Context: an optimization exercise on an open-source flow, tuned for small area. The choices shown serve that exercise and are no tape-out recipe. The RTL was checked by simulation tests, not by an equivalence proof against the original design. No activity file was given, so power comes from the tool's default toggle rates.

==> job 866 <==
==> flow/design.v <==
module rng_health (
  input  wire        clk,
  input  wire        rst,         
  input  wire        sample,      
  input  wire [3:0]  bits,        
  input  wire [3:0]  src_en,      
  input  wire        restart,     
  input  wire        tick,        
  output wire [7:0]  state,       
  output wire [7:0]  last_fail,   
  output wire [63:0] fails,       
  output wire [63:0] bias,        
  output wire [63:0] corr         
);
  localparam [1:0] S_DIS = 2'd0, S_TEST = 2'd1, S_OK = 2'd2, S_RET = 2'd3;
  reg [1:0] phase;      
  reg       pend;       
  reg       act;        
  reg       wrst;       
  reg [3:0] lb, le;     
  reg       lrs, ltk;   
  always @(posedge clk) begin
    if (rst) begin
      phase <= 2'd0; pend <= 1'b1; act <= 1'b0; wrst <= 1'b1;
    end else begin
      phase <= phase + 2'd1;
      if (sample) begin
        pend <= 1'b1;
        lb <= bits; le <= src_en; lrs <= restart; ltk <= tick;
      end
      if (phase == 2'd3) begin
        act <= pend | sample;
        pend <= 1'b0;
        if (act) wrst <= 1'b0;    
      end
    end
  end
  localparam IW = 72;
  localparam OW = 20;
  reg [IW-1:0] i0, i1, i2, i3;
  reg [OW-1:0] o0, o1, o2, o3;
  wire [IW-1:0] i_nx;
  wire [OW-1:0] o_nx;
  always @(posedge clk) begin
    i0 <= i1; i1 <= i2; i2 <= i3; i3 <= i_nx;
    if (act) begin
      o0 <= o1; o1 <= o2; o2 <= o3; o3 <= o_nx;
    end
  end
  wire [3:0]  a1 = i0[71:68];
  wire [3:0]  a2 = i0[67:64];
  wire        pv = i0[63];
  wire [5:0]  run = i0[62:57];
  wire [9:0]  ca = i0[56:47];
  wire [9:0]  cb = i0[46:37];
  wire        fg = i0[36];
  wire [11:0] ec = i0[35:24];
  wire [11:0] eo = i0[23:12];
  wire [11:0] ee = i0[11:0];
  wire [1:0]  st = o0[19:18];
  wire [1:0]  lf = o0[17:16];
  wire [15:0] fl = o0[15:0];
  wire b  = lb[phase];
  wire e  = le[phase];
  wire rs = lrs;
  wire tk = ltk;
  wire       st_dis = (st == S_DIS);
  wire       go     = act && !wrst;                          
  wire       start  = go && e && (rs || st_dis);             
  wire       test   = go && e && !rs && st == S_TEST;
  wire       ok     = go && e && !rs && st == S_OK;
  wire       clr    = act && wrst;                           
  wire       rs_g   = go && rs;
  wire       tk_g   = go && tk;
  wire       off    = go && !e;
  wire [3:0] a1t = (tk_g && a1 != 4'd15) ? a1 + 4'd1 : a1;
  wire [3:0] a2t = (tk_g && a2 != 4'd15) ? a2 + 4'd1 : a2;
  wire       retire = (a2t < 4'd10);
  wire       eqb  = (b == pv);
  wire       keep = !go || (!start && run != 6'd0 && eqb);
  wire [5:0] run_inc = (keep ? run : 6'd0) + {5'd0, go};
  wire       rep  = go && keep && run == 6'd60;
  wire       pos0 = (ca == 10'd0);
  wire [9:0] ca_inc = (start ? 10'd0 : ca) + {9'd0, go};
  wire       cb_clr = start || (ok && pos0);
  wire       cb_bit = ok ? (pos0 || b == fg) : (go && b);
  wire [9:0] cb_inc = (cb_clr ? 10'd0 : cb) + {9'd0, cb_bit};
  wire       su_end = test && ca == 10'd999;
  wire       su_bad = fg | rep;
  wire       su_pass = !su_bad && cb_inc >= 10'd250 && cb_inc <= 10'd750;
  wire       pass = su_end && su_pass;
  wire       f_su  = su_end && !su_pass;
  wire       f_rep = ok && rep;
  wire       f_apt = ok && !rep && cb_inc == 10'd840;
  wire       fail = f_su || f_rep || f_apt;
  wire       hclr = clr || fail;
  wire [5:0] run_n = (hclr || pass) ? 6'd0 : run_inc;
  wire [9:0] ca_n  = (hclr || pass) ? 10'd0 : ca_inc;
  wire [9:0] cb_n  = hclr ? 10'd0 : cb_inc;
  wire       fg_n  = (hclr || start) ? 1'b0 : (ok ? (pos0 ? b : fg) : su_bad);
  wire [3:0] a1_n  = (clr || rs_g) ? 4'd15 : (fail ? 4'd0 : a1t);
  wire [3:0] a2_n  = (clr || rs_g) ? 4'd15 : (fail ? a1t : a2t);
  wire [1:0] st_n = wrst ? S_TEST :
                    !e ? S_DIS :
                    fail ? (retire ? S_RET : S_TEST) :
                    start ? S_TEST :
                    pass ? S_OK : st;
  wire [1:0] lf_n = wrst ? 2'd0 : f_su ? 2'd1 : f_rep ? 2'd2 : f_apt ? 2'd3 : lf;
  wire [15:0] fl_inc = fl + {15'd0, fail && fl != 16'hFFFF};
  wire [15:0] fl_n = wrst ? 16'd0 : fl_inc;
  wire        blk_end = go && e && ec == 12'hFFF;
  wire        est_clr = clr || off || blk_end;
  wire [11:0] ec_inc = ec + {11'd0, go};
  wire [12:0] eo_inc = {1'b0, eo} + {12'd0, go && b};
  wire [11:0] ee_inc = ee + {11'd0, go && eqb && ec != 12'd0};
  wire [11:0] ec_n = (clr || off) ? 12'd0 : ec_inc;
  wire [11:0] eo_n = est_clr ? 12'd0 : eo_inc[11:0];
  wire [11:0] ee_n = est_clr ? 12'd0 : ee_inc;
  wire [11:0] bh_n = wrst ? 12'd0 : (eo_inc[12] ? 12'hFFF : eo_inc[11:0]);
  wire        bs_n = !wrst && eo_inc[12];
  wire        cpos = ee_inc[11];
  wire [3:0]  clo  = {cpos, ee_inc[10:8]} + {3'd0, !cpos && ee_inc[10:0] != 11'd0};
  wire [15:0] cval = {~cpos, ee_inc[10:0], clo};
  wire [15:0] cr_n = wrst ? 16'd0 : cval;
  wire        est_ld = clr || blk_end;    
  wire [IW-1:0] i_upd = {a1_n, a2_n, act ? b : pv, run_n, ca_n, cb_n, fg_n, ec_n, eo_n, ee_n};
  wire [OW-1:0] o_upd = {st_n, lf_n, fl_n};
  assign i_nx = i_upd;
  assign o_nx = o_upd;
  genvar s;
  generate
    for (s = 0; s < 4; s = s + 1) begin : g_est
      reg [11:0] bh_r;
      reg        bs_r;
      reg [11:0] ch_r;    
      reg        cv_r;    
      always @(posedge clk)
        if (est_ld && phase == s) begin
          bh_r <= bh_n; bs_r <= bs_n; ch_r <= cr_n[15:4]; cv_r <= !wrst;
        end
      wire [3:0] c_lo = {~ch_r[11], ch_r[10:8]} + {3'd0, ch_r[11] && ch_r[10:0] != 11'd0};
      assign bias[16*s +: 16] = {bh_r, {4{bs_r}}};
      assign corr[16*s +: 16] = {ch_r, cv_r ? c_lo : 4'd0};
    end
  endgenerate
  assign state     = {o3[19:18], o2[19:18], o1[19:18], o0[19:18]};
  assign last_fail = {o3[17:16], o2[17:16], o1[17:16], o0[17:16]};
  assign fails     = {o3[15:0], o2[15:0], o1[15:0], o0[15:0]};
endmodule
==> flow/flow/run.sh <==
#!/bin/bash
# The standard layout, with each port buffered by the smallest buffer cell and
# a clock tree of larger sink clusters without dummy loads.
set -euo pipefail
export BUFFER_PORTS_ARGS="-buffer_cell sky130_fd_sc_hd__buf_1"
export CTS_ARGS="-sink_clustering_enable -repair_clock_nets -sink_clustering_size 20 -sink_clustering_max_diameter 40 -buf_list sky130_fd_sc_hd__clkbuf_8 -dont_use_dummy_load"
bash standard.sh > standard.log 2>&1
==> flow/standard.sh <==
#!/bin/bash
# synth_recipe.tcl (not shown) runs the flow's synth.tcl, then flattens the netlist and writes it again
# the make line also repeats each setting of config.mk as NAME=value (left out here)
make -C /OpenROAD-flow-scripts/flow DESIGN_CONFIG=/design/flow/config.mk WORK_HOME=/design/flow/orfs CLKGATE_MAP_FILE= SYNTH_SCRIPT=/design/flow/synth_recipe.tcl "${@:-finish}"
==> flow/config.mk <==
export PLATFORM = sky130hd
export DESIGN_NAME = rng_health
export DESIGN_NICKNAME = rng_health
export VERILOG_FILES = /design/flow/design.v
export SDC_FILE = /design/flow/constraint.sdc
export NUM_CORES = 4
export LEC_CHECK = 0
export CAP_MARGIN = 20
export CORE_MARGIN = 2
export CORE_UTILIZATION = 80
export SLEW_MARGIN = 20
==> flow/constraint.sdc <==
create_clock -name core_clock -period 20.0 [get_ports {clk}]
set_input_delay 4.0000 -clock core_clock [delete_from_list [all_inputs] [get_ports {clk}]]
set_output_delay 4.0000 -clock core_clock [all_outputs]
set_load 0.01 [all_outputs]
==> job 7741 (differences from job 866) <==
==> flow/flow/run.sh (replaced) <==
#!/bin/bash
# The standard layout, with each port buffered by the smallest buffer cell and
# a clock tree of larger sink clusters without dummy loads.
set -euo pipefail
export BUFFER_PORTS_ARGS="-buffer_cell sky130_fd_sc_hd__buf_1"
export CTS_ARGS="-sink_clustering_enable -repair_clock_nets -sink_clustering_size 10 -sink_clustering_max_diameter 40 -buf_list sky130_fd_sc_hd__clkbuf_4 -dont_use_dummy_load"
bash standard.sh > standard.log 2>&1
Settings changed: CORE_UTILIZATION 80 to 40.
==> comparison table <==
| quantity | job 866 | job 7741 |
|---|---|---|
| Post-route total power | 1.60 mW | 1.57 mW |
| Result of the run | timing/DRC/antenna clean | timing/DRC/antenna clean |
| CP max stage cell | sky130_fd_sc_hd__dfxtp_2 | sky130_fd_sc_hd__nor4_1 |
| Capture instance of the worst register-to-register path | o3[12] | o3[14] |
| Skew final | 64.7 ps | 85.3 ps |
| Non-clock buffer instance count of the final layout | 228 | 229 |
| Clock buffer instance count of the final layout | 39 | 66 |
| Number of nets in the layout | 1,347 | 1,375 |
| M1 wire length | 12.5 mm | 14.0 mm |
| Number of cells on the critical path | 22 | 7 |
| Tightest slew margin relative to the limit | 0.320 | 0.402 |
| Maximum level of the CTS H-tree | 2 | 3 |
| Clock edge transition at the registers on the reported setup and hold paths | 110 ps | 100 ps |
| Clk cell area share | 0.0317 | 0.0288 |
| Worst IR drop on VDD | 0.0961 mV | 0.0510 mV |
| Synthesis-to-finish area growth | 9.87% | 11.8% |
| Total Die Area | 0.0204 mm^2 | 0.0401 mm^2 |
| Multi-input combinational area share | 0.201 | 0.198 |
| Largest net degree at the start of global routing | 65 | 83 |
| Met3 usage in global routing | 0.0560 | 0.0338 |

-- afterwards: timing with drivers on the ports --
The results above use ideal ports. As a check the final layouts listed here were re-extracted and re-timed, cells and wires unchanged.
Step 1 (the two cells are an assumption about what drives the block):
set clk [get_ports {clk}]
set_driving_cell -lib_cell sky130_fd_sc_hd__clkbuf_16 $clk
set_driving_cell -lib_cell sky130_fd_sc_hd__buf_2 [delete_from_list [all_inputs] $clk]
Step 2 adds t to the input delays and takes it off the output delays; t is the mean of the earliest and latest rising clock arrival at the registers after step 1. Input paths then give back, and output paths get back, about the clock's delay inside the block.
Three values: ideal, step 1, step 2; two values: the first two.
run	shift t [ns]	slack for setup (ns)	worst setup path at the end	slew at the worst register clock pin (ns)	worst slew at a driven data input, ns
job 866	0.584	13.441 / 13.441 / 13.441	register to register	0.12 / 0.12	0.08
job 7741	0.706	13.563 / 13.517 / 14.223	register to output	0.11 / 0.11	0.07
After both steps setup and hold are still met in every run listed.
